Background: an optimization exercise with open tools, aiming at small area, a short achievable clock period and few clock cycles per item. Do not read the settings as production practice. Where RTL was checked, it was by simulation tests only, not by an equivalence proof against the original.

== job 4917 ==
## scr_engine
module scr_engine (
    input  wire        clk,
    input  wire        rst,
    input  wire        cfg_we,
    input  wire [3:0]  cfg_addr,
    input  wire [31:0] cfg_wdata,
    input  wire        in_valid,
    output reg         in_ready,
    input  wire [14:0] in_x,
    input  wire [17:0] in_y,
    input  wire [7:0]  in_value,
    input  wire [1:0]  in_tag,
    input  wire [1:0]  in_fmt,
    output reg         tone_re,
    output wire [10:0] tone_addr0,
    output wire [10:0] tone_addr1,
    input  wire [15:0] tone_rdata0,
    input  wire [15:0] tone_rdata1,
    output reg         tile_re,
    output reg  [17:0] tile_addr,
    input  wire [15:0] tile_rdata,
    output reg         out_valid,
    output reg  [3:0]  out_code,
    output reg  [11:0] out_tone,
    output reg  [7:0]  out_base,
    output reg  [7:0]  out_slope
);
Size: about 5800 cells after synthesis, about 930 flip-flops, about 0.053 mm^2 of cells after synthesis.
==> flow/config.mk <==
export PLATFORM = sky130hd
export DESIGN_NAME = scr_engine
export DESIGN_NICKNAME = scr_engine
export VERILOG_FILES = /design/flow/design.v
export SDC_FILE = /design/flow/constraint.sdc
export NUM_CORES = 4
export LEC_CHECK = 0
export ABC_AREA = 1
export CAP_MARGIN = 20
export CORE_MARGIN = 2
export CORE_UTILIZATION = 70
export CTS_BUF_LIST = sky130_fd_sc_hd__clkbuf_16
export CTS_CLUSTER_DIAMETER = 90
export CTS_CLUSTER_SIZE = 28
export SLEW_MARGIN = 20
==> flow/constraint.sdc <==
create_clock -name core_clock -period 110.0 [get_ports {clk}]
set_input_delay 22.0000 -clock core_clock [delete_from_list [all_inputs] [get_ports {clk}]]
set_output_delay 22.0000 -clock core_clock [all_outputs]
set_load 0.01 [all_outputs]
standard.sh (not shown) runs the stock make flow with config.mk's settings and CLKGATE_MAP_FILE= SYNTH_SCRIPT=/design/flow/synth_recipe.tcl, a recipe that flattens the netlist after the stock synthesis.
==> flow/flow/run.sh <==
#!/bin/bash
# The standard layout (standard.sh, all steps), except that the buffers
# placed on the input and output ports are buf_2 cells instead of the slow
# delay buffer buffer_ports picks by default. Each port still gets its own
# buffer; the clock, constraints and everything else are unchanged.
set -e
export BUFFER_PORTS_ARGS="-buffer_cell sky130_fd_sc_hd__buf_2"
bash standard.sh > standard.log 2>&1
Job 4917: full flow OK, the timing, design-rule and antenna checks passed
Changes in job 3850 relative to job 4917:
--- a/flow/design.v
+++ b/flow/design.v
@@ -136,12 +136,13 @@
     reg          e_bgm;              
     reg          e_bgp;              
     reg          e_pre;              
     reg [2:0]    e_cnt;
     reg [1:0]    e_k;
     reg [MW-1:0] e_yy;               
+    reg          e_y18;              
     reg [MW-1:0] e_as;               
     reg [7:0]    e_rem;              
     reg [7:0]    e_r;                
     wire [7:0]   e_ty, e_tx;         
     reg        b_v;
     reg        b_fg;                 
@@ -192,13 +193,12 @@
     wire [15:0] hx_d   = a_take ? {1'b0, a_x} + 16'd1 : hx;
     wire [1:0]  l_k  = (ld_fgm_a | ld_fgp_a) ? a_k : (ld_fgm_b | ld_fgp_b) ? b_k : st_bgm ? k_m : k_p;
     wire [17:0] l_y  = ld_fgm_a ? a_y : hy;
     wire [15:0] l_x  = ld_fgm_a ? {1'b0, a_x} : ld_fgm_b ? hx - 16'd1 : hx_d;
     wire [18:0] l_yy = l_y + ph_y[l_k];
     wire [16:0] l_as = l_x + ph_x[l_k];
-    wire        l_th1 = (hm1[l_k] == 8'd0);
     wire        l_pre = ld_fgp_a | ld_fgp_b | st_bgp;
     wire a_free = ~a_v | ~b_pend;
     always @(posedge clk) begin
         if (rst)           a_v <= 1'b0;
         else if (in_ready) a_v <= in_valid;
         else if (a_go)     a_v <= 1'b0;
@@ -258,14 +258,16 @@
     wire [8:0]  e_tw  = {1'b0, wm1[e_k]} + 9'd1;
     wire [9:0]  e_tw2 = {e_tw, 1'b0};
     wire [7:0]  e_sh  = shift[e_k];
     wire [PW-1:0] e_shp = {{(PW-8){1'b0}}, e_sh};
     wire [7:0] rem_c [0:R];
     wire [7:0] r_c   [0:R];
-    assign rem_c[0] = e_rem;
-    assign r_c[0]   = e_r;
+    wire       e_first = (e_cnt == 3'd0) & ~e_pre;
+    wire       e_th1   = (hm1[e_k] == 8'd0);
+    assign rem_c[0] = e_first ? {7'd0, e_y18 & ~e_th1} : e_rem;
+    assign r_c[0]   = e_first ? ((e_y18 & e_th1) ? e_sh : 8'd0) : e_r;
     genvar g;
     generate
         for (g = 0; g < R; g = g + 1) begin : row
             wire       ybit = e_pre ? 1'b0 : e_yy[MW-1-g];
             wire [8:0] t    = {rem_c[g], ybit};
             wire       qb   = (t >= e_th) & ~e_pre;
@@ -302,15 +304,16 @@
         end
         if (e_load) begin
             e_pre <= l_pre;
             e_cnt <= 3'd0;
             e_k   <= l_k;
             e_yy  <= {{(MW-18){1'b0}}, l_yy[17:0]};
+            e_y18 <= l_yy[18];
             e_as  <= {{(MW-17){1'b0}}, l_as};
-            e_rem <= {7'd0, l_yy[18] & ~l_th1};
-            e_r   <= (l_yy[18] & l_th1 & ~l_pre) ? shift[l_k] : 8'd0;
+            e_rem <= 8'd0;
+            e_r   <= 8'd0;
         end else begin
             e_cnt <= e_cnt + 3'd1;
             e_yy  <= e_yy << R;
             e_as  <= e_as << R;
             e_rem <= rem_c[R];
             e_r   <= r_c[R];
[summary]
From job 3850 to job 4917, final hold violation count did not move at all. Between job 3850 and job 4917, the ratio of final minimum period to clock period figures differ only marginally. Between job 3850 and job 4917, the total number of nets in the final design figures differ only marginally. Comparing job 4917 with job 3850, the register fraction of the total cell area came out essentially unchanged. The global-route usage number comes out higher for job 3850 vs job 4917. Looking only at setup slack, and setting everything else aside, the higher value of job 4917 and job 3850 goes to job 3850.
Testbench counts of job 3850, summed over its fixed seeds: cycles 31,609, items 30,805.
No functional check of the RTL was part of job 4917.

==> port drivers added, routing unchanged <==
Ports are ideal in the flow. The routed layouts listed here were re-timed in OpenROAD. Step 1 assumes that a clkbuf_16 drives the clock port and a buf_2 every other input. Step 2 moves the port delays by t, midway between the first and last clock arrival at a register: inputs arrive t later, outputs are due t later. That takes back most of the time a late clock gives input paths. Slacks: ideal ports / drivers / drivers and shift; pairs: ideal ports / drivers.
run	shift t [ns]	setup WS [ns]	hold WS [ns]	worst setup path at the end	clock arrival spread, ns
job 4917	0.687	86.700 / 86.630 / 87.207	0.324 / 0.324 / 0.324	input to register	0.033 / 0.032
job 3850	0.697	86.738 / 86.669 / 87.188	0.335 / 0.335 / 0.335	input to register	0.040 / 0.039
After both steps setup and hold are still met in every run listed.
